This design comes from an exercise in tuning for small area, a short achievable clock period and few clock cycles on the open sky130 flow, not from production work.
RTL that was checked went through simulation tests only; none was proved equivalent to the original.
No functional check of the RTL was part of runs 1, 2 and 7.

`design/flow/run.sh`:
```
#!/bin/bash
# synth_recipe.tcl (not shown) runs the flow's synth.tcl, then flattens the netlist and writes it again
# the make line also repeats each setting of config.mk as NAME=value (left out here)
make -C /OpenROAD-flow-scripts/flow DESIGN_CONFIG=/design/flow/config.mk WORK_HOME=/design/flow/orfs CLKGATE_MAP_FILE= SYNTH_SCRIPT=/design/flow/synth_recipe.tcl finish
```
`design/flow/config.mk`:
```
export PLATFORM = sky130hd
export DESIGN_NAME = comb_divsqrt
export DESIGN_NICKNAME = comb_divsqrt
export VERILOG_FILES = /design/flow/design.v
export SDC_FILE = /design/flow/constraint.sdc
export NUM_CORES = 4
export LEC_CHECK = 0
export ABC_AREA = 1
export CAP_MARGIN = 20
export CORE_MARGIN = 2
export CORE_UTILIZATION = 40
export SETUP_SLACK_MARGIN = 5
export SLEW_MARGIN = 20
```
`design/flow/constraint.sdc`:
```
create_clock -name core_clock -period 9.0 [get_ports {clk}]
set_input_delay 1.8000 -clock core_clock [delete_from_list [all_inputs] [get_ports {clk}]]
set_output_delay 1.8000 -clock core_clock [all_outputs]
set_load 0.01 [all_outputs]
```
`design/flow/design.v`:
```
module comb_divsqrt (
    input  wire        clk,
    input  wire        rst,        
    input  wire        start,      
    input  wire        op,         
    input  wire        sat,
    input  wire [55:0] a,          
    input  wire [55:0] b,          
    output wire        ready,
    output reg         done,
    output wire [55:0] result,
    output reg         flag_n,
    output reg         flag_z,
    output reg         flag_v,
    output reg         trap
);
    localparam S_IDLE = 2'd0, S_PREP = 2'd1, S_ITER = 2'd2, S_FIN = 2'd3;
    reg  [1:0]  state;
    reg  [5:0]  cnt;
    reg         r_sqrt, r_sat, r_neg;    
    reg         c_x;                     
    reg         r_bneg;                  
    reg         r_trap, r_zero, first;
    reg  [2:0]  q0;                      
    reg  [5:0]  lza, lzb;                
    reg         a_p2;                    
    reg         s_b, s_t, s_0;           
    reg  [58:0] R;       
    reg  [57:0] B;       
    reg  [55:0] Q;       
    reg         f2, f_up, f_negd, f_pos, f_ovs, f_trap, f_vsq;
    assign ready  = (state == S_IDLE) || (state == S_FIN);
    assign result = Q;
    wire take = start && ready;
    function [12:0] isqrt6(input [5:0] t);
        case (t)
            6'd0: isqrt6 = {3'd0, 4'd0, 3'd0, 3'd0};
            6'd1: isqrt6 = {3'd1, 4'd0, 3'd1, 3'd0};
            6'd2: isqrt6 = {3'd1, 4'd1, 3'd1, 3'd0};
            6'd3: isqrt6 = {3'd1, 4'd2, 3'd1, 3'd0};
            6'd4: isqrt6 = {3'd2, 4'd0, 3'd1, 3'd1};
            6'd5: isqrt6 = {3'd2, 4'd1, 3'd1, 3'd1};
            6'd6: isqrt6 = {3'd2, 4'd2, 3'd1, 3'd1};
            6'd7: isqrt6 = {3'd2, 4'd3, 3'd1, 3'd1};
            6'd8: isqrt6 = {3'd2, 4'd4, 3'd1, 3'd1};
            6'd9: isqrt6 = {3'd3, 4'd0, 3'd2, 3'd1};
            6'd10: isqrt6 = {3'd3, 4'd1, 3'd2, 3'd1};
            6'd11: isqrt6 = {3'd3, 4'd2, 3'd2, 3'd1};
            6'd12: isqrt6 = {3'd3, 4'd3, 3'd2, 3'd1};
            6'd13: isqrt6 = {3'd3, 4'd4, 3'd2, 3'd1};
            6'd14: isqrt6 = {3'd3, 4'd5, 3'd2, 3'd1};
            6'd15: isqrt6 = {3'd3, 4'd6, 3'd2, 3'd1};
            6'd16: isqrt6 = {3'd4, 4'd0, 3'd2, 3'd1};
            6'd17: isqrt6 = {3'd4, 4'd1, 3'd2, 3'd1};
            6'd18: isqrt6 = {3'd4, 4'd2, 3'd2, 3'd1};
            6'd19: isqrt6 = {3'd4, 4'd3, 3'd2, 3'd1};
            6'd20: isqrt6 = {3'd4, 4'd4, 3'd2, 3'd1};
            6'd21: isqrt6 = {3'd4, 4'd5, 3'd2, 3'd1};
            6'd22: isqrt6 = {3'd4, 4'd6, 3'd2, 3'd1};
            6'd23: isqrt6 = {3'd4, 4'd7, 3'd2, 3'd1};
            6'd24: isqrt6 = {3'd4, 4'd8, 3'd2, 3'd1};
            6'd25: isqrt6 = {3'd5, 4'd0, 3'd3, 3'd1};
            6'd26: isqrt6 = {3'd5, 4'd1, 3'd3, 3'd1};
            6'd27: isqrt6 = {3'd5, 4'd2, 3'd3, 3'd1};
            6'd28: isqrt6 = {3'd5, 4'd3, 3'd3, 3'd1};
            6'd29: isqrt6 = {3'd5, 4'd4, 3'd3, 3'd1};
            6'd30: isqrt6 = {3'd5, 4'd5, 3'd3, 3'd1};
            6'd31: isqrt6 = {3'd5, 4'd6, 3'd3, 3'd1};
            6'd32: isqrt6 = {3'd5, 4'd7, 3'd3, 3'd1};
            6'd33: isqrt6 = {3'd5, 4'd8, 3'd3, 3'd1};
            6'd34: isqrt6 = {3'd5, 4'd9, 3'd3, 3'd1};
            6'd35: isqrt6 = {3'd5, 4'd10, 3'd3, 3'd1};
            6'd36: isqrt6 = {3'd6, 4'd0, 3'd3, 3'd2};
            6'd37: isqrt6 = {3'd6, 4'd1, 3'd3, 3'd2};
            6'd38: isqrt6 = {3'd6, 4'd2, 3'd3, 3'd2};
            6'd39: isqrt6 = {3'd6, 4'd3, 3'd3, 3'd2};
            6'd40: isqrt6 = {3'd6, 4'd4, 3'd3, 3'd2};
            6'd41: isqrt6 = {3'd6, 4'd5, 3'd3, 3'd2};
            6'd42: isqrt6 = {3'd6, 4'd6, 3'd3, 3'd2};
            6'd43: isqrt6 = {3'd6, 4'd7, 3'd3, 3'd2};
            6'd44: isqrt6 = {3'd6, 4'd8, 3'd3, 3'd2};
            6'd45: isqrt6 = {3'd6, 4'd9, 3'd3, 3'd2};
            6'd46: isqrt6 = {3'd6, 4'd10, 3'd3, 3'd2};
            6'd47: isqrt6 = {3'd6, 4'd11, 3'd3, 3'd2};
            6'd48: isqrt6 = {3'd6, 4'd12, 3'd3, 3'd2};
            6'd49: isqrt6 = {3'd7, 4'd0, 3'd4, 3'd2};
            6'd50: isqrt6 = {3'd7, 4'd1, 3'd4, 3'd2};
            6'd51: isqrt6 = {3'd7, 4'd2, 3'd4, 3'd2};
            6'd52: isqrt6 = {3'd7, 4'd3, 3'd4, 3'd2};
            6'd53: isqrt6 = {3'd7, 4'd4, 3'd4, 3'd2};
            6'd54: isqrt6 = {3'd7, 4'd5, 3'd4, 3'd2};
            6'd55: isqrt6 = {3'd7, 4'd6, 3'd4, 3'd2};
            6'd56: isqrt6 = {3'd7, 4'd7, 3'd4, 3'd2};
            6'd57: isqrt6 = {3'd7, 4'd8, 3'd4, 3'd2};
            6'd58: isqrt6 = {3'd7, 4'd9, 3'd4, 3'd2};
            6'd59: isqrt6 = {3'd7, 4'd10, 3'd4, 3'd2};
            6'd60: isqrt6 = {3'd7, 4'd11, 3'd4, 3'd2};
            6'd61: isqrt6 = {3'd7, 4'd12, 3'd4, 3'd2};
            6'd62: isqrt6 = {3'd7, 4'd13, 3'd4, 3'd2};
            6'd63: isqrt6 = {3'd7, 4'd14, 3'd4, 3'd2};
            default: isqrt6 = 13'd0;
        endcase
    endfunction
    wire [55:0] a_1 = a ^ {56{a[55]}};
    wire [55:0] b_1 = b ^ {56{b[55]}};
    wire [5:0]  lz_a, lz_b;
    comb_divsqrt_lzc u_lza (.v({1'b0, a[55:1] ^ a[54:0]}), .n(lz_a));
    comb_divsqrt_lzc u_lzb (.v({1'b0, b[55:1] ^ b[54:0]}), .n(lz_b));
    wire        a_p2_in = a[55] && !(|(~a[55:1] & a[54:0]));
    wire        b_zero  = (b == 56'd0);
    wire [6:0]  dl    = {1'b0, lzb} - {1'b0, lza};            
    wire [5:0]  kd    = dl[5:0] + {5'd0, a_p2};               
    wire        k_neg = dl[6] && !(dl[5:1] == 5'b11111 && (dl[0] || a_p2));
    wire [5:0]  amt   = r_sqrt ? {lzb[5:1], 1'b0} : (dl[6] ? 6'd0 : dl[5:0]);
    wire [59:0] shp   = r_sqrt ? {B[55:0], 4'd0} :
                        a_p2   ? {2'd0, B[55:0], {2{r_bneg}}} : {3'd0, B[55:0], r_bneg};
    wire [59:0] sh0   = amt[0] ? {shp[58:0], r_bneg}        : shp;
    wire [59:0] sh1   = amt[1] ? {sh0[57:0], {2{r_bneg}}}   : sh0;
    wire [59:0] sh2   = amt[2] ? {sh1[55:0], {4{r_bneg}}}   : sh1;
    wire [59:0] sh3   = amt[3] ? {sh2[51:0], {8{r_bneg}}}   : sh2;
    wire [59:0] sh4   = amt[4] ? {sh3[43:0], {16{r_bneg}}}  : sh3;
    wire [59:0] sh    = amt[5] ? {sh4[27:0], {32{r_bneg}}}  : sh4;
    wire [5:0]  t6    = sh[59:54];
    wire [2:0]  r3, r3h, r3q;
    wire [3:0]  rem3;                                         
    assign {r3, rem3, r3h, r3q} = isqrt6(t6);
    wire        jle2  = (lzb[5:1] >= 5'd26);
    wire [2:0]  r3rnd = (lzb[5:1] == 5'd27) ? r3q : r3h;
    wire        sq_b0 = (lzb[5:1] == 5'd28);                  
    wire [5:0]  js    = 6'd24 - {1'b0, lzb[5:1]};             
    wire [5:0]  cnt_p = r_sqrt ? js : (dl[6] ? {5'd0, a_p2} : kd);
    wire        no_it = r_sqrt ? (r_neg || lzb[5:1] >= 5'd25) : (r_trap || k_neg);
    wire        sub   = !R[58];                               
    wire        negd = !r_sqrt && r_neg;
    wire [55:0] Qg   = first ? {{53{negd}}, q0} : Q;
    wire [57:0] opd  = ({58{s_b}} & B) |
                       ({58{s_t}} & {1'b0, Q[54:0], 2'b11}) |
                       ({58{s_0}} & {53'd0, q0, 2'b11});
    wire [58:0] Y    = {sub, opd[57:2] ^ {56{sub}}, opd[1] ^ (sub & s_b), opd[0] ^ sub};
    wire        cin  = sub ^ c_x;
    wire [59:0] dfx  = {R, 1'b1} + {Y, cin};
    wire [58:0] D    = dfx[59:1];
    wire        q    = !D[58];
    wire [58:0] R_it = r_sqrt ? {D[56:0], B[51:50]} : {D[57:0], 1'b0};
    wire [58:0] t_p   = R ^ Y;
    wire [58:0] t_o   = R | Y;
    wire        tie   = (t_p[0] == cin) && (t_p[58:1] == t_o[57:0]);
    wire        up    = !r_zero && q && (r_sqrt || !tie || (Qg[0] ^ negd));
    wire [55:0] Qf    = first ? {{53{f_negd}}, q0} : Q;
    wire        ovf   = f_pos && Qf[55];                    
    wire [55:0] X     = Qf ^ {56{f_ovs}};
    wire [55:0] X1    = X + 56'd1;
    wire        inc   = f_up ^ f_negd;
    wire [55:0] res   = inc ? X1 : X;
    wire        res_z = inc ? (&X) : ~(|X);
    always @(posedge clk) begin
        R      <= R_it;
        cnt    <= cnt - 6'd1;
        lza    <= lz_a;
        lzb    <= lz_b;
        a_p2   <= a_p2_in && !op;
        c_x    <= take ? a[55] : (!r_sqrt && r_bneg);
        s_b    <= !take && !r_sqrt;
        s_t    <= !take && (state != S_PREP) && r_sqrt;
        s_0    <= (state == S_PREP) && r_sqrt;
        f_up   <= up;
        f_negd <= negd;
        f_pos  <= !r_sqrt && !r_neg;
        f_ovs  <= !r_sqrt && !r_neg && r_sat && Qg[55];
        f_trap <= r_trap;
        f_vsq  <= r_sqrt && r_neg;
        trap   <= f_trap;
        flag_n <= res[55];
        flag_z <= res_z;
        flag_v <= ovf || f_vsq;
        if (rst) begin
            state <= S_IDLE;
            done  <= 1'b0;
            f2    <= 1'b0;
        end else begin
            done <= 1'b0;
            f2   <= 1'b0;
            if (f2) begin
                done   <= 1'b1;
                Q      <= res;
            end
            case (state)
                S_PREP: begin
                    first  <= 1'b1;
                    r_zero <= r_sqrt ? (r_neg || jle2) : k_neg;
                    q0     <= r_sqrt ? ((r_neg || sq_b0) ? 3'd0 : jle2 ? r3rnd : r3)
                                     : {3{r_neg}};
                    B      <= sh[57:0];
                    if (r_sqrt) R <= {53'd0, rem3, sh[53:52]};
                    cnt    <= cnt_p;
                    state  <= no_it ? S_FIN : S_ITER;
                end
                S_ITER: begin
                    first <= 1'b0;
                    if (r_sqrt) B <= {B[55:0], 2'b00};
                    Q     <= {Qg[54:0], q ^ negd};
                    if (cnt == 6'd0) state <= S_FIN;
                end
                S_FIN: begin
                    f2     <= 1'b1;
                    state  <= S_IDLE;
                end
                default: ;
            endcase
            if (take) begin
                state  <= S_PREP;
                R      <= {3'b100, a_1};
                B      <= {2'b0, b_1};
                r_bneg <= !op && b[55];
                r_trap <= !op && b_zero;
                r_sqrt <= op;
                r_sat  <= sat;
                r_neg  <= op ? b[55] : (a[55] ^ b[55]);
            end
        end
    end
endmodule
module comb_divsqrt_lzc (
    input  wire [55:0] v,
    output wire [5:0]  n
);
    wire [63:0] x = {v, 8'hff};
    wire [31:0] z1;  wire [31:0]     c1;
    wire [15:0] z2;  wire [16*2-1:0] c2;
    wire [7:0]  z3;  wire [8*3-1:0]  c3;
    wire [3:0]  z4;  wire [4*4-1:0]  c4;
    wire [1:0]  z5;  wire [2*5-1:0]  c5;
    genvar i;
    generate
        for (i = 0; i < 32; i = i + 1) begin : l1
            assign z1[i] = !(x[2*i+1] | x[2*i]);
            assign c1[i] = !x[2*i+1];
        end
        for (i = 0; i < 16; i = i + 1) begin : l2
            assign z2[i] = z1[2*i+1] & z1[2*i];
            assign c2[2*i+1:2*i] = z1[2*i+1] ? {1'b1, c1[2*i]} : {1'b0, c1[2*i+1]};
        end
        for (i = 0; i < 8; i = i + 1) begin : l3
            assign z3[i] = z2[2*i+1] & z2[2*i];
            assign c3[3*i+2:3*i] = z2[2*i+1] ? {1'b1, c2[2*(2*i)+1:2*(2*i)]}
                                             : {1'b0, c2[2*(2*i+1)+1:2*(2*i+1)]};
        end
        for (i = 0; i < 4; i = i + 1) begin : l4
            assign z4[i] = z3[2*i+1] & z3[2*i];
            assign c4[4*i+3:4*i] = z3[2*i+1] ? {1'b1, c3[3*(2*i)+2:3*(2*i)]}
                                             : {1'b0, c3[3*(2*i+1)+2:3*(2*i+1)]};
        end
        for (i = 0; i < 2; i = i + 1) begin : l5
            assign z5[i] = z4[2*i+1] & z4[2*i];
            assign c5[5*i+4:5*i] = z4[2*i+1] ? {1'b1, c4[4*(2*i)+3:4*(2*i)]}
                                             : {1'b0, c4[4*(2*i+1)+3:4*(2*i+1)]};
        end
    endgenerate
    assign n = z5[1] ? {1'b1, c5[4:0]} : {1'b0, c5[9:5]};
endmodule
```
==> flow_summary.toml, run 1 <==
[sta]
fin_worst_skew_ns = 0.0430
setup_tns_ns = 0
setup_viol_count_final = 0
finalHoldViolCount = 0
min_period_over_period_pct = 45.1
period_needed_ns = 4.06
slew_violations = 0
grt_setup_unrepaired = "yes"
tightest_slew_ns = 0.962
fmax_ghz = 0.247
maxSlewHeadroom_pct = 35.2

[logic_synthesis]
yosysTopAreaCell = "nand2_1"
netlist_area_sq_mm = 0.0299
synth.net_count = 5167
ys_warn_count = 1
ys_types = 77
synth_top_flop_cell = "edfxtp_1"
synthesis.instances = 4881
syn_avg_cell_area_sq_um = 6.13
ys_top_cells_by_area = "nand2_1 15%, edfxtp_1 12%, nand3_1 8.3%"
async_flop_share_pct = 0
yosysTopAreaCellShare_pct = 14.7
ys_seq_elements = 220
yosysSeqAreaShare_pct = 18.9
synth_edf_count = 124

[global_routing]
grt_overflow = 0
antenna_found_initial = 6
gr-usage-all-layers_pct = 31.8
grt_max_degree = 129
grt_pass1_vias = 30500
grt_pass1_wl_mm = 190

[worst_setup_path]
rr_worst_depth = 18
regToRegSetupSlack_ns = 4.94
cpMaxStageDelayCell = "o21ai_0"
start_kind = "flip-flop"
crit_chain = "ha_1 -> inv_1 -> fa_2 -> nand2_1 -> nand2_1 -> nand3_4 -> nand2_8 -> buf_16 -> nand3_4 -> nand2_8 -> nand2_1 -> o21ai_1 -> o21ai_0 -> nand2_1 -> o21ai_0 -> o21ai_0 -> o21ai_0 -> o221ai_1"
r2r-end = "B[45]"
endpoint_kind = "flip-flop"
crit_type = "flip-flop to flip-flop"
r2r-start = "lza[0]"
max_stage_delay_ns = 0.60
cp.arrival_ns = 4.42
worstPathRequired_ns = 9.36
cp_max_fo = 31

[min_path]
holdPathEnd = "trap"
hold_path_depth = 0
hold_path.class = "flip-flop to flip-flop"
min_from = "f_trap"

[die]
fp.dieW_um = 278
core_area_sq_mm = 0.0743
start_util_pct = 40.3
die_h_um = 278
ios = 179
rows = 100
dieArea_sq_mm = 0.0770

[route]
routedWlPerCell_um = 22.0
dr.pass1.iters = 7
vias_per_cell = 5.72
drt_iter0_drc = 3976
ant_nets = 0
drc = 0
num_vias = 34000
totalWireLength_mm = 131

[cts]
cts-htree-levels = 1
tritoncts = "done"
worstSkewPairLatency_ns = 0.65
cts_root_buf = "clkbuf_16"
cts_buffers = 31
cts.clk_slew.worst_paths_ns = 0.06
clk_path_buf_depth = 3
clock-sinks = 220

[final_layout]
final_layout_size_suffix_gt1_share_pct = 8.55
fin_nets = 5234
finish.utilization_pct = 47.4
areaGrowthSynthToFinish_pct = 17.8
fillCellCount = 7848
final_cells = 5946

[placed_design]
gp_congestion = 1.07
hpwl_mm = 95.6
place_inst = 5805
portBuffers = 178

[job]
cap_violations = 0

[run_status]
status = "no timing/DRC/antenna violations"
-- stage by stage --
step	instance area (sq um)	setup WS, ns	hold slack (ns)
floorplan	30000	4.88	0.310
global placement	32000	3.13	0.314
detailed placement	32000	3.42	0.336
CTS	33900	4.93	0.349
global route	35200	4.78	0.359
finish	35300	4.94	0.346
-- routing by layer --
metal	vias to the layer above	track usage (%)	wire [um]
met4	4	13.8	6130
met1	15900	46.2	56600
met2	1689	46.3	54000
li1	16200	-	-
met3	208	4.68	13800
met5	-	0	28
-- synth_stat cells, drive strengths merged, types with 5 or more instances --
cell type  instances
nand4             51
a21o              14
nand3b            12
xnor2            136
inv              638
a21oi            221
nor3              49
o221ai            23
dfxtp             96
nor3b              5
nor4              21
edfxtp           124
nand3            506
o211ai            93
xor2             220
nor2             419
ha               167
o21bai            10
or2               36
o22ai             48
a211oi            11
a22oi              7
a221oi             7
clkbuf           143
buf              117
a31oi             42
nand2           1194
o21a               5
o21ai            415
o31ai              7
-- cell families after synthesis --
family	Yosys count	share of synthesized area [%]
xor+xnor	356	10.4
fa+ha+maj	169	7.11
buf+inv	902	12.3
simple gates	2300	33.1
mux	4	0.138
flops	220	18.9
compound gates	930	18.0
-- layout by cell type, fill, tap and decap left out, types with 11 or more instances in the layout --
cell type / instances
nand2_4: 13
xor2_1: 199
o22ai_2: 12
ha_1: 140
nor3_1: 41
nor2_2: 14
a21o_1: 14
nand3_2: 14
buf_4: 71
nor4_1: 17
a211oi_1: 11
o211ai_1: 93
xnor2_1: 135
o221ai_1: 23
inv_2: 13
xor2_2: 20
nand2_2: 12
clkbuf_16: 39
o21ai_1: 44
a31oi_1: 35
nand4_1: 51
nor2_1: 396
edfxtp_1: 124
nand2_1: 1169
inv_1: 617
o21ai_0: 363
clkdlybuf4s50_1: 165
a21oi_1: 195
nand3b_1: 12
o22ai_1: 30
ha_2: 13
dfxtp_1: 91
a21oi_2: 20
ha_4: 14
nand3_1: 488
or2_2: 34
-- how the worst max path moves through the flow --
stage	cells past startpoint	slack, ns	from	to
floorplan	5	4.88	start	B[0]
global placement	12	3.13	b[55]	lzb[0]
detailed placement	12	3.42	b[55]	lzb[1]
CTS	12	4.93	r_sqrt	B[51]
global route	14	4.78	b[6]	lzb[2]
finish	18	4.94	lza[0]	B[45]
-- state kept, by name (all words and copies together) (netlist names), 2 cells and up --
signal,cells
cnt,6
R,59
lzb,6
Q,56
q0,3
state,2
B,58
lza,6
-- worst max-delay path, delay by kind of cell, from the launching register on --
kind | cells | cell delay (ns)
AO/OA/AOI/OAI | 6 | 1.67
adder cells (fa/ha/maj) | 2 | 0.51
buffers and inverters | 2 | 0.25
flip-flops | 1 | 0.34
AND/OR/NAND/NOR | 8 | 1.03
-- repair_timing --
action                     in CTS  in global routing
setup endpoints to repair     179                177
cloned                         10                 11
pin swaps                       6                 28
gates resized for setup       118                194
hold buffers                    0                  0
buffers inserted               16                 42
-- area by class of cell --
type / instances / area, sq um / area share, %
Sequential cell: 220 / 5660 / 16.0
Timing Repair inverter: 1 / 5.00 / 0.0142
Clock inverter: 20 / 219 / 0.621
Timing Repair Buffer: 287 / 3120 / 8.86
Multi-Input combinational cell: 3765 / 21800 / 61.7
Tap cell: 969 / 1210 / 3.44
Clock buffer: 38 / 802 / 2.27
Antenna cell: 4 / 10.0 / 0.0284
Inverter: 642 / 2470 / 7.01
==> run 2, diff against run 1 <==
--- a/design/flow/design.v
+++ b/design/flow/design.v
@@ -143,7 +143,5 @@
     wire        q    = !D[58];
     wire [58:0] R_it = r_sqrt ? {D[56:0], B[51:50]} : {D[57:0], 1'b0};
-    wire [58:0] t_p   = R ^ Y;
-    wire [58:0] t_o   = R | Y;
-    wire        tie   = (t_p[0] == cin) && (t_p[58:1] == t_o[57:0]);
+    wire        tie   = (D == 59'd0);
     wire        up    = !r_zero && q && (r_sqrt || !tie || (Qg[0] ^ negd));
     wire [55:0] Qf    = first ? {{53{f_negd}}, q0} : Q;
==> run 2 against run 1 <==
- critical path type unchanged
- routed wire length up 0.68%
- critical path depth is 2 higher
- clock skew down 0.0061 ns
- non-clock buffer count up 2
- global-route usage grew 3.2 points
- sequential share of layout area grew 0.87 points
- final cell count fell by 5.7%
- die area down 6.6%
- first-iteration DRC count grew 17%
- still clean
- design area down 5.0%
==> flow_summary.toml, run 2 <==
[worst_setup_path]
start_kind = "flip-flop"
cp_max_fo = 26
endpoint_kind = "flip-flop"
crit_type = "flip-flop to flip-flop"
max_stage_delay_ns = 0.47
cpMaxStageDelayCell = "xor2_1"
worstPathRequired_ns = 9.52
cp_top_family = "simple AND/OR/NAND/NOR gates"
cp.arrival_ns = 4.62
worst-path-buf-inv = 3
crit_top_cell = "nand2_1"
crit_chain = "clkinvlp_4 -> buf_6 -> o21ai_0 -> xor2_1 -> ha_2 -> a21oi_1 -> o21a_1 -> o21ai_0 -> nor2_1 -> nand3_1 -> nand2_1 -> nand3b_1 -> nand2_1 -> nand2_1 -> nor2_1 -> nand3_1 -> nor2_1 -> nand4_1 -> nand2_1 -> inv_1"

[die]
ios = 179
core_area_sq_mm = 0.0688
dieArea_sq_mm = 0.0719
rows = 96
fp.dieW_um = 268
start_util_pct = 40.6
die_h_um = 268

[logic_synthesis]
ys_top_cells_by_area = "nand2_1 14%, edfxtp_1 13%, o21ai_0 7.7%"
synth_edf_count = 124
yosysTopAreaCell = "nand2_1"
async_flop_share_pct = 0
synth_top_flop_cell = "edfxtp_1"
yosysTopAreaCellShare_pct = 14.4
ys_warn_count = 1
synth.net_count = 4782
synth.most_common_cell = "nand2_1"
synthesis.instances = 4550
yosysSeqAreaShare_pct = 20.2
yosys-top-cells-count = "1074 x nand2_1, 533 x inv_1, 447 x nor2_1"
syn_avg_cell_area_sq_um = 6.14
ys_types = 76
netlist_area_sq_mm = 0.0279
ys_seq_elements = 220

[global_routing]
grt_pass1_wl_mm = 190
grt_pass1_vias = 29500
grt_overflow = 0
grt_max_degree = 88
antenna_found_initial = 9
gr-usage-all-layers_pct = 35.0

[final_layout]
fin_nets = 4884
regMostFlops = "R"
layout_common_cells = "1053 x nand2_1, 522 x inv_1, 422 x nor2_1, 393 x o21ai_0, 388 x nand3_1"
final_common_cell = "nand2_1"
areaGrowthSynthToFinish_pct = 20.0
final_cells = 5609
final_layout_size_suffix_gt1_share_pct = 9.41
largest_register_ff_count = 59
reg.largest.list = "R (59), B (58), Q (56)"

[cts]
cts_root_buf = "clkbuf_16"
worstSkewPairLatency_ns = 0.64
clk_path_buf_depth = 3
cts.clk_slew.worst_paths_ns = 0.06
ctsHoldBuffers = 0
cts_buffers = 30
tritoncts = "done"
clock-sinks = 220
cts-htree-levels = 1

[route]
drt_iter0_drc = 4643
num_vias = 32800
dr.pass1.iters = 6
routedWlPerCell_um = 23.4
drc = 0
totalWireLength_mm = 131
vias_per_cell = 5.85
ant_nets = 0

[placed_design]
place_inst = 5471
gp_congestion = 1.03
portBuffers = 178
hpwl_mm = 99.5

[sta]
slew_violations = 0
maxSlewHeadroom_pct = 38.8
grt_setup_unrepaired = "yes"
min_period_over_period_pct = 45.6
tightest_slew_ns = 0.911
fin_worst_skew_ns = 0.0370
finalHoldViolCount = 0
setup_viol_count_final = 0
setup_tns_ns = 0
period_needed_ns = 4.10
fmax_ghz = 0.244

[min_path]
hold_path.class = "flip-flop to flip-flop"

[run_status]
status = "no timing/DRC/antenna violations"

[job]
cap_violations = 0
## run 2: metrics by stage
stage / util (%) / cell area, sq um / setup slack (ns) / hold WS (ns)
3_5_place_dp: 43.9 / 30200 / 3.15 / 0.312
5_1_grt: 48.7 / 33500 / 4.81 / 0.358
4_1_cts: 47.1 / 32400 / 5.02 / 0.326
3_3_place_gp: 43.9 / 30200 / 3.12 / 0.312
2_1_floorplan: - / 28000 / 5.01 / 0.310
6_report: 48.7 / 33500 / 4.90 / 0.326
## run 2: per-layer routing
metal	global-route usage [%]	share of wire, %	vias to the layer above
met2	49.1	40	1873
met1	50.5	42	15300
li1	-	-	15400
met3	9.25	13	252
met4	13.7	4.8	14
met5	0	0.075	-
## run 2: cell type report
| cell class | count | area (sq um) |
|---|---|---|
| multi-input cells | 3550 | 20300 |
| well taps | 931 | 1160 |
| repair buffers | 289 | 3220 |
| repair inverters | 5 | 37.5 |
| clock buffers | 44 | 843 |
| clock inverters | 12 | 130 |
| flip-flops and latches | 220 | 5670 |
| inverters | 556 | 2160 |
| fillers | 7200 | 35300 |
| diodes | 2 | 5.00 |
## run 2: repair_timing
action                     CTS  global route
gates cloned                13             7
setup endpoints to repair  189           125
resized for setup          193           181
setup buffers               26            34
pin swaps                   19            36
## run 2: cell families (layout without fill, tap and decap cells)
group | count (synthesis) | count (layout) | synth area share, %
AND/OR/NAND/NOR | 2145 | 2147 | 33.0
AO/OA/AOI/OAI | 973 | 974 | 20.3
buffers and inverters | 783 | 906 | 11.2
XOR/XNOR | 312 | 312 | 9.95
flip-flops | 220 | 220 | 20.2
adder cells (fa/ha/maj) | 115 | 115 | 5.21
multiplexers | 2 | 2 | 0.121
other | 0 | 2 | 0
## run 2: final timing paths
kind / endpoint / cells past startpoint / from / slack, ns
setup reg to reg: f_up / 20 / s_t / 4.90
setup / recovery: f_up / 20 / s_t / 4.90
hold / removal: trap / 0 / f_trap / 0.33
hold reg to reg: trap / 0 / f_trap / 0.33
## run 2: worst reg2reg max path, stage by stage, from the launching register on
cell        delay (ns)
dfxtp_4           0.38
clkinvlp_4        0.15
buf_6             0.22
o21ai_0           0.24
xor2_1            0.47
ha_2              0.45
a21oi_1           0.28
o21a_1            0.20
o21ai_0           0.13
nor2_1            0.12
nand3_1           0.20
nand2_1           0.15
nand3b_1          0.08
nand2_1           0.15
nand2_1           0.08
nor2_1            0.11
nand3_1           0.09
nor2_1            0.17
nand4_1           0.10
nand2_1           0.16
inv_1             0.07
==> run 3, diff against run 2 <==
--- a/design/flow/design.v
+++ b/design/flow/design.v
@@ -29,5 +29,5 @@
     reg  [57:0] B;       
     reg  [55:0] Q;       
-    reg         f2, f_up, f_negd, f_pos, f_ovs, f_trap, f_vsq;
+    reg         f2, f_g, f_tie, f_even, f_negd, f_pos, f_ovs, f_trap, f_vsq;
     assign ready  = (state == S_IDLE) || (state == S_FIN);
     assign result = Q;
@@ -144,5 +144,5 @@
     wire [58:0] R_it = r_sqrt ? {D[56:0], B[51:50]} : {D[57:0], 1'b0};
     wire        tie   = (D == 59'd0);
-    wire        up    = !r_zero && q && (r_sqrt || !tie || (Qg[0] ^ negd));
+    wire        f_up  = f_g && !(f_tie && f_even);
     wire [55:0] Qf    = first ? {{53{f_negd}}, q0} : Q;
     wire        ovf   = f_pos && Qf[55];                    
@@ -162,5 +162,7 @@
         s_t    <= !take && (state != S_PREP) && r_sqrt;
         s_0    <= (state == S_PREP) && r_sqrt;
-        f_up   <= up;
+        f_g    <= !r_zero && q;
+        f_tie  <= tie;
+        f_even <= !r_sqrt && !(Qg[0] ^ negd);
         f_negd <= negd;
         f_pos  <= !r_sqrt && !r_neg;
==> run 3 against run 2 <==
- design area decreased by 1.2%
- count of clock-buffer cells in the layout rose by 1
- synthesized cell count is 0.53% lower
- synthesized area decreased by 0.52%
- flip-flop and latch count rose by 2
- sequential share of layout area up 0.30 points
- global-route usage fell by 1.7 points
- routed wire length fell by 2.6%
- critical path type is now input port to flip-flop
==> flow_summary.toml, run 3 <==
[run_status]
status = "no timing/DRC/antenna violations"

[worst_setup_path]
crit_top_cell = "inv_1"
cpMaxStageDelayCell = "buf_6"
rr_worst_depth = 21
worst-path-buf-inv = 5
r2r-start = "s_b"
crit_chain = "buf_2 -> buf_6 -> clkinvlp_4 -> ha_1 -> inv_1 -> nand2_1 -> nor3_1 -> inv_1 -> nor2_4 -> nand3_1 -> o211a_1"
cp_top_family = "buffers and inverters"
crit_type = "input port to flip-flop"
critPathCapture = "lzb[0]"
cp_max_fo = 55
cp.arrival_ns = 4.32
endpoint_kind = "flip-flop"
max_stage_delay_ns = 0.44
path_depth = 11
start_kind = "input port"
r2r-end = "f_tie"
regToRegSetupSlack_ns = 5.10
worstPathRequired_ns = 9.41
crit_path_start = "b[55]"

[sta]
period_needed_ns = 3.91
tightest_slew_ns = 0.902
hold_ws_ns = 0.328
fin_worst_skew_ns = 0.0500
fmax_ghz = 0.256
setup_viol_count_final = 0
slew_violations = 0
finalHoldViolCount = 0
setup_tns_ns = 0
grt_setup_unrepaired = "yes"
min_period_over_period_pct = 43.5
maxSlewHeadroom_pct = 39.9

[logic_synthesis]
yosys-top-cells-count = "1076 x nand2_1, 497 x inv_1, 443 x nor2_1"
yosysTopAreaCellShare_pct = 14.5
synth_edf_count = 124
synth.net_count = 4754
synth_top_flop_cell = "edfxtp_1"
netlist_area_sq_mm = 0.0278
ys_types = 71
ys_top_cells_by_area = "nand2_1 15%, edfxtp_1 13%, nand3_1 7.8%"
yosysSeqAreaShare_pct = 20.5
async_flop_share_pct = 0
ys_seq_elements = 222
ys_warn_count = 1
syn_avg_cell_area_sq_um = 6.14
synth.most_common_cell = "nand2_1"
synthesis.instances = 4526
yosysTopAreaCell = "nand2_1"

[global_routing]
gr-usage-all-layers_pct = 33.4
grt_max_degree = 115
grt_overflow = 0
grt_pass1_vias = 29100
antenna_found_initial = 4
grt_pass1_wl_mm = 182

[cts]
cts.clk_slew.worst_paths_ns = 0.06
worstSkewPairLatency_ns = 0.63
clk_path_buf_depth = 3
cts_root_buf = "clkbuf_16"
clock-sinks = 222
ctsHoldBuffers = 0
cts_buffers = 30
tritoncts = "done"
cts-htree-levels = 1

[die]
fp.dieW_um = 268
core_area_sq_mm = 0.0687
start_util_pct = 40.4
ios = 179
die_h_um = 268
dieArea_sq_mm = 0.0716
rows = 96

[route]
ant_nets = 0
drt_iter0_drc = 4612
dr.pass1.iters = 8
routedWlPerCell_um = 22.9
num_vias = 32900
totalWireLength_mm = 128
vias_per_cell = 5.89
drc = 0

[final_layout]
fin_nets = 4856
layout_common_cells = "1066 x nand2_1, 492 x inv_1, 428 x nor2_1, 423 x nand3_1, 376 x o21ai_0"
finish.utilization_pct = 48.2
final_common_cell = "nand2_1"
final_cells = 5584
regMostFlops = "R"
reg.largest.list = "R (59), B (58), Q (56)"
final_layout_size_suffix_gt1_share_pct = 8.13
largest_register_ff_count = 59
areaGrowthSynthToFinish_pct = 19.1

[min_path]
hold_path.class = "flip-flop to flip-flop"

[placed_design]
hpwl_mm = 92.6
place_inst = 5441
gp_congestion = 1.02
portBuffers = 178

[job]
cap_violations = 0
## run 3: worst min-delay path by stage
stage / start / to / slack [ns] / depth (start not counted)
after detailed placement: f_trap / trap / 0.32 / 0
after floorplan: f_trap / trap / 0.31 / 0
after global placement: f_trap / trap / 0.33 / 0
final: f_trap / trap / 0.33 / 0
after CTS: f_trap / trap / 0.33 / 0
after global routing: f_trap / trap / 0.34 / 0
## run 3: cells by family (layout without fill, tap and decap cells)
group	count (synthesis)	after routing	share of synthesized area [%]
AND/OR/NAND/NOR	2175	2188	33.7
AO/OA/AOI/OAI	948	948	19.6
buffers and inverters	750	863	11.0
XOR/XNOR	314	314	9.93
flip-flops	222	222	20.5
adder cells (fa/ha/maj)	111	111	5.05
multiplexers	6	6	0.230
other	0	1	0
## run 3: worst reg2reg max path: stages, from the launching register on
cell        delay (ns)
dfxtp_4           0.39
clkinvlp_4        0.13
buf_4             0.17
o211ai_1          0.21
xor2_1            0.34
ha_1              0.34
a21oi_2           0.15
inv_1             0.06
nor2_2            0.14
nand2_2           0.11
nand3_1           0.09
nand2_1           0.12
a21oi_2           0.33
xor2_2            0.28
nand3_1           0.11
nor2_1            0.19
nand4_1           0.13
nor2_1            0.15
nand4_1           0.10
nor2_1            0.10
nand4_1           0.08
nor2_1            0.12
## run 3: timing repair
item                       4_1_cts  5_1_grt
setup endpoints to repair      187       99
resized for setup              118      161
setup buffers                    9       46
gates cloned                    10       21
pin swaps                        7       26
## run 3: per-stage QoR
| stage | setup slack (ns) | instance area, sq um |
|---|---|---|
| floorplan | 4.86 | 27800 |
| global placement | 3.56 | 30000 |
| detailed placement | 3.53 | 30000 |
| CTS | 5.00 | 31600 |
| global route | 4.96 | 33100 |
| finish | 5.09 | 33100 |
## run 3: per-layer routing
metal | up-vias | GRT usage [%] | routed length [um]
li1 | 15400 | - | -
met1 | 15200 | 48.6 | 54300
met2 | 1956 | 48.6 | 52200
met3 | 320 | 5.99 | 15500
met4 | 4 | 12.1 | 5850
met5 | - | 0.554 | 70
## run 3: layout make-up
type                       count  area, sq um
fill                        7345        35600
multi-input combinational   3567        20100
sequential                   222         5700
timing repair buffer         282         3050
inverter                     521         2050
tap                          931         1160
clock buffer                  45          931
clock inverter                11         70.1
timing repair inverter         4         50.0
antenna                        1         2.50
Testbench counts of run 3, summed over its fixed seeds: cycles 37,870.
==> run 4, diff against run 3 <==
==> design/flow/flow/run.sh (new file) <==
#!/bin/bash
# The standard layout (the standard.sh, unchanged synthesis and steps),
# with one difference: the port buffers that global placement inserts are
# plain sky130_fd_sc_hd__buf_1 cells instead of the flow's default pick
# (clkdlybuf4s50_1, a slower delay cell of larger area). Every input and
# output port still gets its buffer. The make output goes to standard.log;
# each ORFS step's full log stays under orfs/logs/.
set -euo pipefail
bash standard.sh "BUFFER_PORTS_ARGS=-buffer_cell sky130_fd_sc_hd__buf_1" finish > standard.log 2>&1
==> design/flow/standard.sh (new file) <==
#!/bin/bash
# synth_recipe.tcl (not shown) runs the flow's synth.tcl, then flattens the netlist and writes it again
# the make line also repeats each setting of config.mk as NAME=value (left out here)
make -C /OpenROAD-flow-scripts/flow DESIGN_CONFIG=/design/flow/config.mk WORK_HOME=/design/flow/orfs CLKGATE_MAP_FILE= SYNTH_SCRIPT=/design/flow/synth_recipe.tcl "${@:-finish}"
removed: design/flow/run.sh
==> run 4 against run 3 <==
- still clean
- sequential share of layout area is 0.82 points higher
- design area is 4.5% lower
- clock skew is 0.0079 ns lower
- routed wire length is 3.5% lower
- non-clock buffer count is 20 lower
- synthesized cell count stayed put
- worst hold slack worse by 0.0018 ns
- core utilization is 2.2 points lower
- final cell count is 0.36% lower
- critical endpoint is now f_tie
==> flow_summary.toml, run 4 <==
[cts]
tritoncts = "done"
cts.clk_slew.worst_paths_ns = 0.07
cts_root_buf = "clkbuf_16"
worstSkewPairLatency_ns = 0.64
clock-sinks = 222
cts-htree-levels = 1
cts_buffers = 29
ctsHoldBuffers = 0
clk_path_buf_depth = 3

[route]
num_vias = 32400
totalWireLength_mm = 123
drc = 0
drt_iter0_drc = 4409
ant_nets = 0
routedWlPerCell_um = 22.2
dr.pass1.iters = 9
vias_per_cell = 5.83

[die]
start_util_pct = 40.4
core_area_sq_mm = 0.0687
ios = 179
fp.dieW_um = 268
die_h_um = 268
rows = 96
dieArea_sq_mm = 0.0716

[worst_setup_path]
crit_path_start = "R[58]"
cpMaxStageDelayCell = "dfxtp_2"
max_stage_delay_ns = 0.44
crit_chain = "inv_2 -> buf_16 -> xor2_2 -> ha_1 -> nand2_1 -> o21ai_1 -> inv_1 -> nand2_2 -> nand3_2 -> nand2_1 -> nand2_1 -> nand2_2 -> nand3_1 -> nand2_2 -> nand4_1 -> nand2_1 -> nand2_1 -> nand2_1 -> nand4_1 -> nor2_1 -> nand4_1 -> nor2_1"
worstPathRequired_ns = 9.57
cp_max_fo = 57
r2r-end = "f_tie"
path_depth = 22
cp_top_family = "simple AND/OR/NAND/NOR gates"
start_kind = "flip-flop"
worst-path-buf-inv = 3
endpoint_kind = "flip-flop"
crit_type = "flip-flop to flip-flop"
r2r-start = "R[58]"
cp.arrival_ns = 4.53
rr_worst_depth = 22
crit_top_cell = "nand2_1"
regToRegSetupSlack_ns = 5.05

[sta]
setup_tns_ns = 0
fmax_ghz = 0.253
finalHoldViolCount = 0
maxSlewHeadroom_pct = 43.8
grt_setup_unrepaired = "yes"
tightest_slew_ns = 0.833
fin_worst_skew_ns = 0.0421
min_period_over_period_pct = 43.9
hold_ws_ns = 0.326
period_needed_ns = 3.95
slew_violations = 0
setup_viol_count_final = 0

[logic_synthesis]
synthAdderAreaFrac_pct = 5.05
async_flop_share_pct = 0
yosys-top-cells-count = "1076 x nand2_1, 497 x inv_1, 443 x nor2_1"
ys_warn_count = 1
syn_avg_cell_area_sq_um = 6.14
synth_top_flop_cell = "edfxtp_1"
synth-simple-area-share_pct = 33.7
synth_xor_area_share_pct = 9.93
yosys-mux-area-fraction_pct = 0.230
ys_top_cells_by_area = "nand2_1 15%, edfxtp_1 13%, nand3_1 7.8%"
ys_types = 71
synth.most_common_cell = "nand2_1"
yosysTopAreaCellShare_pct = 14.5
synthesis.instances = 4526
yosysSeqAreaShare_pct = 20.5
ys_seq_elements = 222
synth_compound_area_share_pct = 19.6
synth.net_count = 4754
synth_edf_count = 124
yosysTopAreaCell = "nand2_1"
netlist_area_sq_mm = 0.0278
synth_top_family_by_area = "simple AND/OR/NAND/NOR gates"

[final_layout]
reg.largest.list = "R (59), B (58), Q (56)"
regMostFlops = "R"
final_common_cell = "nand2_1"
largest_register_ff_count = 59
areaGrowthSynthToFinish_pct = 13.7
final_layout_size_suffix_gt1_share_pct = 7.45
fillCellCount = 7467
layout_common_cells = "1069 x nand2_1, 492 x inv_1, 430 x nor2_1, 423 x nand3_1, 384 x o21ai_0"
seqCellArea_sq_mm = 0.00570
multi_input_area_sq_mm = 0.0199
fin_nets = 4837

[placed_design]
portBuffers = 178
gp_congestion = 1.01
hpwl_mm = 90.3

[global_routing]
grt_pass1_vias = 28100
grt_overflow = 0
antenna_found_initial = 4
grt_max_degree = 100
gr-usage-all-layers_pct = 32.2
grt_pass1_wl_mm = 176

[min_path]
min_from = "f_trap"
holdPathEnd = "trap"
hold_path.class = "flip-flop to flip-flop"
hold_path_depth = 0

[run_status]
status = "no timing/DRC/antenna violations"

[job]
cap_violations = 0
[run 4: area by class of cell]
cell class                      count  area share, %
Antenna cell                        1        0.00792
Timing Repair Buffer              262           5.35
Clock inverter                     17          0.582
Multi-Input combinational cell   3567           63.0
Tap cell                          931           3.69
Inverter                          521           6.45
Sequential cell                   222           18.0
Clock buffer                       37           2.61
Timing Repair inverter              6          0.281
[run 4: kinds of logic (layout without fill, tap and decap cells)]
| kind of cell | count (synthesis) | in the layout |
|---|---|---|
| fa+ha+maj | 111 | 111 |
| simple gates | 2175 | 2188 |
| mux | 6 | 6 |
| xor+xnor | 314 | 314 |
| compound gates | 948 | 948 |
| flops | 222 | 222 |
| buf+inv | 750 | 843 |
| other cells | 0 | 1 |
[run 4: stage by stage]
stage | area [sq um] | utilization, % | cells | setup slack, ns
4_1_cts | 30500 | 44.4 | 5517 | 5.00
2_1_floorplan | 27800 | - | 4526 | 4.86
6_report | 31600 | 46.0 | 5564 | 5.05
5_1_grt | 31600 | 46.0 | 5564 | 4.94
3_5_place_dp | 28900 | 42.0 | 5440 | 3.41
3_3_place_gp | 28900 | 42.0 | 5440 | 3.44
[run 4: per-layer routing]
metal / vias up / wire [um] / global-route usage (%)
li1: 15400 / - / -
met1: 14900 / 53900 / 46.6
met2: 1845 / 49600 / 46.7
met3: 320 / 13500 / 6.26
met4: 4 / 6360 / 12.0
met5: - / 29 / 0
[run 4: worst max path at each step]
stage	end	slack [ns]
after CTS	lzb[2]	5.00
after detailed placement	lza[2]	3.41
after global placement	lza[2]	3.44
after global routing	q0[1]	4.94
after floorplan	B[0]	4.86
final	f_tie	5.05
[run 4: repair_timing]
item	4_1_cts	5_1_grt
buffers inserted	15	30
gates cloned	8	16
pin swaps	11	21
resized for setup	104	130
setup endpoints to repair	141	158
[run 4: worst register-to-register path: cells and delay by family, from the launching register on]
kind                     cells  cell delay [ns]
buffers and inverters        3             0.47
AO/OA/AOI/OAI                1             0.25
AND/OR/NAND/NOR             16             1.99
XOR/XNOR                     1             0.32
flip-flops                   1             0.44
adder cells (fa/ha/maj)      1             0.43
==> run 5, diff against run 4 <==
--- a/design/flow/config.mk
+++ b/design/flow/config.mk
@@ -10,4 +10,5 @@
 export CORE_MARGIN = 2
 export CORE_UTILIZATION = 40
+export PLACE_DENSITY = 0.7
 export SETUP_SLACK_MARGIN = 5
 export SLEW_MARGIN = 20
==> run 5 against run 4 <==
- register-to-register slack got worse by 0.02 ns
- sequential share of layout area about the same
- synthesized area unchanged
- setup slack got worse by 0.017 ns
- design area increased by 0.27%
- via count increased by 2.2%
- fmax decreased by 0.43%
- critical path depth decreased by 6
- worst hold slack about the same
- die area unchanged
- critical path type unchanged
- largest cell class unchanged
- highest routed layer unchanged
==> flow_summary.toml, run 5 <==
[logic_synthesis]
yosysTopAreaCell = "nand2_1"
ys_seq_elements = 222
yosysSeqAreaShare_pct = 20.5
synth.net_count = 4754
ys_top_cells_by_area = "nand2_1 15%, edfxtp_1 13%, nand3_1 7.8%"
netlist_area_sq_mm = 0.0278
synth_edf_count = 124
syn_avg_cell_area_sq_um = 6.14
yosysTopAreaCellShare_pct = 14.5
synth.most_common_cell = "nand2_1"
synthesis.instances = 4526
ys_warn_count = 1
ys_types = 71
synth_top_flop_cell = "edfxtp_1"
async_flop_share_pct = 0
yosys-top-cells-count = "1076 x nand2_1, 497 x inv_1, 443 x nor2_1"

[placed_design]
portBuffers = 178
hpwl_mm = 89.6
dp_worst_setup_slack_ns = 3.43
place_inst = 5440
placedInstanceArea_sq_mm = 0.0289
gp_congestion = 1.03

[global_routing]
gr-usage-all-layers_pct = 32.0
grt_pass1_vias = 28600
grt_pass1_wl_mm = 176
grt_busiest_layer = "met2"
grt_max_degree = 130
antenna_found_initial = 2
grt_overflow = 0
gr-usage-met2_pct = 46.0
met3_usage_pct = 6.56
use_met1_pct = 45.6

[sta]
setup_ws_ns = 5.03
min_period_over_period_pct = 44.1
grt_setup_unrepaired = "yes"
period_needed_ns = 3.97
setup_tns_ns = 0
finalHoldViolCount = 0
fmax_ghz = 0.252
tightest_slew_ns = 0.822
setup_viol_count_final = 0
fin_worst_skew_ns = 0.0221
maxSlewHeadroom_pct = 44.6
slew_violations = 0

[final_layout]
fillCellCount = 7311
areaGrowthSynthToFinish_pct = 14.0
final_common_cell = "nand2_1"
final_cells = 5564
regMostFlops = "R"
design_area_sq_mm = 0.0317
fin_nets = 4836
final_layout_size_suffix_gt1_share_pct = 7.90
reg.largest.list = "R (59), B (58), Q (56)"
largest_register_ff_count = 59
layout_common_cells = "1065 x nand2_1, 488 x inv_1, 429 x nor2_1, 421 x nand3_1, 380 x o21ai_0"

[die]
start_util_pct = 40.4
die_h_um = 268
rows = 96
core_area_sq_mm = 0.0687
fp.dieW_um = 268
dieArea_sq_mm = 0.0716
ios = 179

[worst_setup_path]
cp.arrival_ns = 4.32
start_kind = "flip-flop"
r2r-end = "Q[0]"
max_stage_delay_ns = 0.45
crit_type = "flip-flop to flip-flop"
cpMaxStageDelayCell = "o21ai_0"
worstPathRequired_ns = 9.35
cp_max_fo = 43
crit_chain = "clkinv_1 -> buf_12 -> o21ai_0 -> xor2_1 -> ha_1 -> nand2_1 -> nor2_1 -> nand2_1 -> nor2_1 -> inv_1 -> o311ai_2 -> inv_1 -> o21ai_4 -> inv_1 -> nor2_1 -> o32ai_1"
r2r-start = "s_t"
endpoint_kind = "flip-flop"
regToRegSetupSlack_ns = 5.03
rr_worst_depth = 16

[job]
cap_violations = 0

[min_path]
holdPathEnd = "trap"
hold_path.class = "flip-flop to flip-flop"
hold_path_depth = 0
min_from = "f_trap"

[route]
drt_iter0_drc = 5119
num_vias = 33100
vias_per_cell = 5.96
drc = 0
totalWireLength_mm = 124
ant_nets = 0
dr.pass1.iters = 13
routedWlPerCell_um = 22.4

[run_status]
status = "no timing/DRC/antenna violations"

[cts]
tritoncts = "done"
cts.clk_slew.worst_paths_ns = 0.06
cts_root_buf = "clkbuf_16"
clock-sinks = 222
cts_buffers = 29
ctsHoldBuffers = 0
cts-htree-levels = 1
worstSkewPairLatency_ns = 0.63
clk_path_buf_depth = 3
==> run 5: cell counts after synthesis <==
Identical to the previous run, type by type.
==> run 5: worst max-delay path: cells and delay by family, from the launching register on <==
kind                     cells  cell delay (ns)
AND/OR/NAND/NOR              5             0.78
flip-flops                   1             0.44
adder cells (fa/ha/maj)      1             0.41
buffers and inverters        5             0.66
XOR/XNOR                     1             0.17
AO/OA/AOI/OAI                4             1.20
==> run 5: through the flow <==
| step | hold WS [ns] | util, % |
|---|---|---|
| final | 0.327 | 46.1 |
| after detailed placement | 0.313 | 42.0 |
| after global routing | 0.334 | 46.1 |
| after CTS | 0.327 | 44.1 |
| after floorplan | 0.310 | - |
| after global placement | 0.313 | 42.0 |
==> run 5: per-layer routing <==
metal | up-vias | part of all wire (%)
li1 | 15400 | -
met1 | 15300 | 41
met2 | 2086 | 40
met3 | 404 | 12
met4 | 4 | 5.9
met5 | - | 0.055
==> run 5: worst max path at each step <==
stage / slack, ns / start / end
after floorplan: 4.86 / start / B[0]
after global placement: 3.45 / a[55] / lza[2]
after detailed placement: 3.43 / a[55] / lza[2]
after CTS: 5.00 / lzb[2] / R[3]
after global routing: 4.82 / lza[0] / q0[1]
final: 5.03 / s_t / Q[0]
==> run 5: logic make-up after synthesis <==
kind of cell | synth area share, %
AO/OA/AOI/OAI | 19.6
XOR/XNOR | 9.93
adder cells (fa/ha/maj) | 5.05
buffers and inverters | 11.0
flip-flops | 20.5
multiplexers | 0.230
AND/OR/NAND/NOR | 33.7
==> run 5: final cells by class <==
type,instances,area (sq um),area share [%]
Clock buffer,40,811,2.56
Sequential cell,222,5700,18.0
Timing Repair inverter,3,55.1,0.174
Multi-Input combinational cell,3566,20000,63.2
Tap cell,931,1160,3.68
Timing Repair Buffer,265,1780,5.62
Clock inverter,14,131,0.415
Antenna cell,2,5.00,0.0158
Inverter,521,2020,6.38
==> run 5: repair_timing <==
action                     4_1_cts  5_1_grt
resized for setup               91      166
setup endpoints to repair      124      107
hold endpoints to repair         0        0
setup buffers                    5       35
pin swaps                        6       36
gates cloned                     9       19
==> run 6, diff against run 5 <==
--- a/design/flow/config.mk
+++ b/design/flow/config.mk
@@ -9,6 +9,5 @@
 export CAP_MARGIN = 20
 export CORE_MARGIN = 2
-export CORE_UTILIZATION = 40
-export PLACE_DENSITY = 0.7
+export CORE_UTILIZATION = 50
 export SETUP_SLACK_MARGIN = 5
 export SLEW_MARGIN = 20
==> run 6 against run 5 <==
- routed wire length decreased by 1.9%
- register-to-register slack barely moved
- non-clock buffer count is 18 higher
- worst hold slack better by 0.0016 ns
==> flow_summary.toml, run 6 <==
[run_status]
status = "no timing/DRC/antenna violations"

[cts]
clock-sinks = 222
tritoncts = "done"
cts_root_buf = "clkbuf_16"
cts.clk_slew.worst_paths_ns = 0.06
cts_buffers = 31
cts-htree-levels = 1
ctsHoldBuffers = 0
worstSkewPairLatency_ns = 0.63
clk_path_buf_depth = 3

[sta]
finalHoldViolCount = 0
fmax_ghz = 0.251
maxSlewHeadroom_pct = 36.7
slew_violations = 0
hold_ws_ns = 0.328
tightest_slew_ns = 0.948
fin_worst_skew_ns = 0.0128
setup_viol_count_final = 0
setup_tns_ns = 0
period_needed_ns = 3.98
grt_setup_unrepaired = "yes"
min_period_over_period_pct = 44.2

[worst_setup_path]
max_stage_delay_ns = 0.43
worstPathRequired_ns = 9.34
crit_top_cell = "nand2_1"
start_kind = "flip-flop"
crit_type = "flip-flop to flip-flop"
cp_max_fo = 8
regToRegSetupSlack_ns = 5.02
crit_chain = "inv_1 -> ha_1 -> inv_1 -> fa_2 -> nand2_1 -> nand2_1 -> nand3_4 -> nand2_8 -> buf_6 -> buf_4 -> nand4_1 -> nand2_1 -> nand2_1 -> nand2_1 -> nand2_1 -> nand2_1 -> nor2_1 -> a31oi_1 -> o21ai_0 -> o21ai_0 -> o221ai_1"
cp.arrival_ns = 4.32
worst-path-buf-inv = 4
cpMaxStageDelayCell = "a31oi_1"
endpoint_kind = "flip-flop"
cp_top_family = "compound AO/OA/AOI/OAI gates"

[logic_synthesis]
yosysTopAreaCell = "nand2_1"
ys_warn_count = 1
yosysSeqAreaShare_pct = 20.5
synthesis.instances = 4526
synth.most_common_cell = "nand2_1"
yosysTopAreaCellShare_pct = 14.5
ys_types = 71
ys_top_cells_by_area = "nand2_1 15%, edfxtp_1 13%, nand3_1 7.8%"
async_flop_share_pct = 0
yosys-top-cells-count = "1076 x nand2_1, 497 x inv_1, 443 x nor2_1"
synth_top_flop_cell = "edfxtp_1"
netlist_area_sq_mm = 0.0278
synth_edf_count = 124
synth.net_count = 4754
ys_seq_elements = 222
syn_avg_cell_area_sq_um = 6.14

[global_routing]
antenna_found_initial = 7
grt_overflow = 0
grt_max_degree = 100
grt_pass1_vias = 28200
gr-usage-all-layers_pct = 40.2
grt_pass1_wl_mm = 175

[placed_design]
portBuffers = 178
hpwl_mm = 90.0
gp_congestion = 1.02
place_inst = 5256

[die]
rows = 86
core_area_sq_mm = 0.0550
ios = 179
dieArea_sq_mm = 0.0575
start_util_pct = 50.5
die_h_um = 240
fp.dieW_um = 240

[final_layout]
final_layout_size_suffix_gt1_share_pct = 8.58
reg.largest.list = "R (59), B (58), Q (56)"
fin_nets = 4855
largest_register_ff_count = 59
final_common_cell = "nand2_1"
layout_common_cells = "1057 x nand2_1, 492 x inv_1, 426 x nor2_1, 417 x nand3_1, 376 x o21ai_0"
regMostFlops = "R"
final_cells = 5403
areaGrowthSynthToFinish_pct = 14.3

[min_path]
hold_path.class = "flip-flop to flip-flop"

[route]
drc = 0
routedWlPerCell_um = 22.6
num_vias = 32700
dr.pass1.iters = 7
totalWireLength_mm = 122
drt_iter0_drc = 4624
vias_per_cell = 6.05
ant_nets = 0

[job]
cap_violations = 0
==> run 6: cell type report <==
type	count	area (sq um)
fill	5577	23200
multi-input combinational	3565	20100
sequential	222	5690
inverter	521	2020
timing repair buffer	283	1770
tap	748	936
clock buffer	42	898
clock inverter	16	234
timing repair inverter	3	61.3
antenna	3	7.51
==> run 6: worst reg2reg max path, stage by stage (launching register included) <==
cell,delay [ns]
dfxtp_1,0.31
inv_1,0.04
ha_1,0.17
inv_1,0.09
fa_2,0.23
nand2_1,0.06
nand2_1,0.13
nand3_4,0.12
nand2_8,0.15
buf_6,0.20
buf_4,0.23
nand4_1,0.10
nand2_1,0.21
nand2_1,0.07
nand2_1,0.13
nand2_1,0.07
nand2_1,0.08
nor2_1,0.04
a31oi_1,0.43
o21ai_0,0.36
o21ai_0,0.33
o221ai_1,0.16
==> run 6: per-layer routing <==
layer | global-route usage [%] | wire, um | vias to the layer above
met5 | 0 | 81 | -
met4 | 15.3 | 6120 | 6
met3 | 9.21 | 15500 | 322
met2 | 56.4 | 47900 | 2012
met1 | 58.9 | 52500 | 14900
li1 | - | - | 15400
==> run 6: through the flow <==
stage                     instance area, sq um  setup slack [ns]  utilization, %
after floorplan                          27800              4.86               -
after global placement                   28600              3.37            52.1
after detailed placement                 28600              3.49            52.1
after CTS                                30300              4.90            55.2
after global routing                     31700              4.84            57.7
final                                    31700              5.02            57.7
==> run 6: cell families after synthesis <==
kind of cell	share of synthesized area (%)
xor+xnor	9.93
flops	20.5
fa+ha+maj	5.05
compound gates	19.6
buf+inv	11.0
mux	0.230
simple gates	33.7
==> run 6: worst paths after layout <==
path,startpoint,to,cells past startpoint
min reg2reg,f_trap,trap,0
min,f_trap,trap,0
max reg2reg,lzb[0],B[50],21
max,lzb[0],B[50],21
==> run 6: repair_timing <==
| action | 4_1_cts | 5_1_grt |
|---|---|---|
| gates cloned | 8 | 11 |
| setup buffers | 18 | 49 |
| pin swaps | 10 | 39 |
| setup endpoints to repair | 143 | 151 |
| resized for setup | 98 | 185 |
==> run 7, diff against run 6 <==
--- a/design/flow/design.v
+++ b/design/flow/design.v
@@ -148,7 +148,6 @@
     wire        ovf   = f_pos && Qf[55];                    
     wire [55:0] X     = Qf ^ {56{f_ovs}};
-    wire [55:0] X1    = X + 56'd1;
     wire        inc   = f_up ^ f_negd;
-    wire [55:0] res   = inc ? X1 : X;
+    wire [55:0] res   = X + {55'd0, inc};
     wire        res_z = inc ? (&X) : ~(|X);
     always @(posedge clk) begin
--- a/design/flow/config.mk
+++ b/design/flow/config.mk
@@ -9,5 +9,5 @@
 export CAP_MARGIN = 20
 export CORE_MARGIN = 2
-export CORE_UTILIZATION = 50
+export CORE_UTILIZATION = 40
 export SETUP_SLACK_MARGIN = 5
 export SLEW_MARGIN = 20
==> run 7 against run 6 <==
- still clean on timing, DRC and antenna
- die area is 23% higher
- register-to-register slack better by 0.06 ns
- critical endpoint is now R[20]
==> flow_summary.toml, run 7 <==
[run_status]
status = "no timing/DRC/antenna violations"

[final_layout]
regMostFlops = "R"
seqCellArea_sq_mm = 0.00569
final_cells = 5468
reg.largest.list = "R (59), B (58), Q (56)"
areaGrowthSynthToFinish_pct = 16.6
multi_input_area_sq_mm = 0.0196
final_layout_size_suffix_gt1_share_pct = 9.29
design_area_sq_mm = 0.0319
largest_register_ff_count = 59
fillCellCount = 7129
fin_nets = 4800
layout_common_cells = "1013 x nand2_1, 522 x inv_1, 428 x o21ai_0, 394 x nand3_1, 363 x nor2_1"
final_common_cell = "nand2_1"

[cts]
clk_path_buf_depth = 3
tritoncts = "done"
cts_root_buf = "clkbuf_16"
cts.clk_slew.worst_paths_ns = 0.07
worstSkewPairLatency_ns = 0.59
clock-sinks = 222
cts-htree-levels = 1
cts_buffers = 29
ctsHoldBuffers = 0

[die]
core_area_sq_mm = 0.0674
ios = 179
rows = 95
dieArea_sq_mm = 0.0705
start_util_pct = 40.6
fp.dieW_um = 265
die_h_um = 265

[route]
drt_iter0_drc = 4171
vias_per_cell = 5.88
num_vias = 32200
drc = 0
routedWlPerCell_um = 23.2
ant_nets = 0
totalWireLength_mm = 127
dr.pass1.iters = 6

[sta]
setup_ws_ns = 5.06
setup_viol_count_final = 0
slew_violations = 0
finalHoldViolCount = 0
maxSlewHeadroom_pct = 34.8
grt_setup_unrepaired = "yes"
min_period_over_period_pct = 43.7
hold_ws_ns = 0.340
tightest_slew_ns = 0.978
fin_worst_skew_ns = 0.0162
fmax_ghz = 0.254
setup_tns_ns = 0
period_needed_ns = 3.94

[logic_synthesis]
yosys-top-cells-count = "1038 x nand2_1, 535 x inv_1, 453 x o21ai_0"
synth.net_count = 4672
netlist_area_sq_mm = 0.0273
yosysTopAreaCellShare_pct = 14.3
ys_warn_count = 1
yosysSeqAreaShare_pct = 20.8
syn_avg_cell_area_sq_um = 6.15
synth_top_flop_cell = "edfxtp_1"
ys_seq_elements = 222
synth_edf_count = 124
synth.most_common_cell = "nand2_1"
synthesis.instances = 4444
async_flop_share_pct = 0
ys_top_cells_by_area = "nand2_1 14%, edfxtp_1 14%, o21ai_0 8.3%"
ys_types = 71
yosysTopAreaCell = "nand2_1"

[min_path]
min_from = "f_trap"
hold_path_depth = 0
hold_path.class = "flip-flop to flip-flop"

[worst_setup_path]
cp.arrival_ns = 4.48
endpoint_kind = "flip-flop"
worstPathRequired_ns = 9.54
rr_worst_depth = 13
critPathCapture = "R[20]"
crit_type = "input port to flip-flop"
start_kind = "input port"
regToRegSetupSlack_ns = 5.08
r2r-start = "r_sqrt"
cp_max_fo = 96
crit_path_start = "start"
r2r-end = "B[52]"

[job]
cap_violations = 0

[global_routing]
grt_pass1_wl_mm = 178
gr-usage-all-layers_pct = 33.0
grt_pass1_vias = 28500
grt_overflow = 0
antenna_found_initial = 1
grt_max_degree = 97

[placed_design]
dp_worst_setup_slack_ns = 3.87
portBuffers = 178
place_inst = 5304
hpwl_mm = 93.7
placedInstanceArea_sq_mm = 0.0285
gp_congestion = 1.03
==> run 7: area by class of cell <==
class	count	share of cell area, %
antenna	1	0.00785
timing repair inverter	4	0.169
tap	873	3.43
multi-input combinational	3446	61.5
clock inverter	12	0.310
clock buffer	41	2.81
timing repair buffer	312	7.08
sequential	222	17.9
inverter	557	6.84
==> run 7: metrics by stage <==
step	utilization, %
finish	47.3
detailed placement	42.3
floorplan	-
global placement	42.3
global route	47.3
CTS	44.6
==> run 7: worst min-delay path by stage <==
stage	to	slack, ns
2_1_floorplan	trap	0.31
3_3_place_gp	trap	0.32
3_5_place_dp	trap	0.32
4_1_cts	trap	0.34
5_1_grt	trap	0.36
6_report	trap	0.34
==> run 7: worst max-delay path, stage by stage <==
cell,delay (ns)
buf_1,0.19
nand2_8,0.34
inv_6,0.46
nor2_1,0.13
nand2_1,0.51
clkinvlp_4,0.57
a21oi_1,0.24
nand2_1,0.09
inv_1,0.06
==> run 7: per-layer routing <==
| metal | global-route usage [%] | share of wire (%) |
|---|---|---|
| met1 | 46.6 | 42 |
| met2 | 50.6 | 42 |
| met4 | 13.8 | 5.6 |
| met3 | 4.20 | 9.9 |
| met5 | 0 | 0 |
==> run 7: kinds of logic after synthesis <==
kind of cell / synth area share, %
xor+xnor: 9.85
compound gates: 21.2
fa+ha+maj: 5.14
mux: 0.220
simple gates: 31.6
flops: 20.8
buf+inv: 11.2
==> run 7: timing repair <==
item,CTS,global route
resized for setup,89,198
gates cloned,8,18
pin swaps,12,51
endpoints found under the setup margin,145,67
setup buffers,15,69

[static timing again, ports no longer ideal]
No port has a modelled driver above. Below, the same layouts with a new extraction and two added sets of constraints.
Step 1 (the two cells are an assumption about what drives the block):
set clk [get_ports {clk}]
set_driving_cell -lib_cell sky130_fd_sc_hd__clkbuf_16 $clk
set_driving_cell -lib_cell sky130_fd_sc_hd__buf_2 [delete_from_list [all_inputs] $clk]
Step 2 times the ports against the registers' clock, not the clock port: input delays grow and output delays shrink by t, the midpoint of the rising clock arrivals with the driver on.
a / b / c = no drivers / after step 1 / after step 2; a / b = the first two.
| run | shift t [ns] | setup WS [ns] | hold slack, ns | worst setup path after step 2 | pins driven straight from the clock port |
|---|---|---|---|---|---|
| run 1 | 0.688 | 4.944 / 4.917 / 4.331 | 0.346 / 0.346 / 0.346 | input to register | 1 |
| run 2 | 0.688 | 4.899 / 4.899 / 4.408 | 0.326 / 0.326 / 0.326 | input to register | 1 |
| run 3 | 0.669 | 5.088 / 5.037 / 4.462 | 0.328 / 0.328 / 0.328 | input to register | 1 |
| run 4 | 0.686 | 5.045 / 5.045 / 4.455 | 0.326 / 0.326 / 0.326 | input to register | 1 |
| run 5 | 0.684 | 5.028 / 5.028 / 4.485 | 0.327 / 0.327 / 0.327 | input to register | 1 |
| run 6 | 0.690 | 5.021 / 5.021 / 4.472 | 0.328 / 0.328 / 0.328 | input to register | 1 |
| run 7 | 0.644 | 5.063 / 5.077 / 4.458 | 0.340 / 0.340 / 0.340 | input to register | 1 |
After both steps setup and hold are still met in every run listed. The setup slack of run 3, which loses most, moves by -0.051 ns with the drivers and by -0.626 ns with both steps.
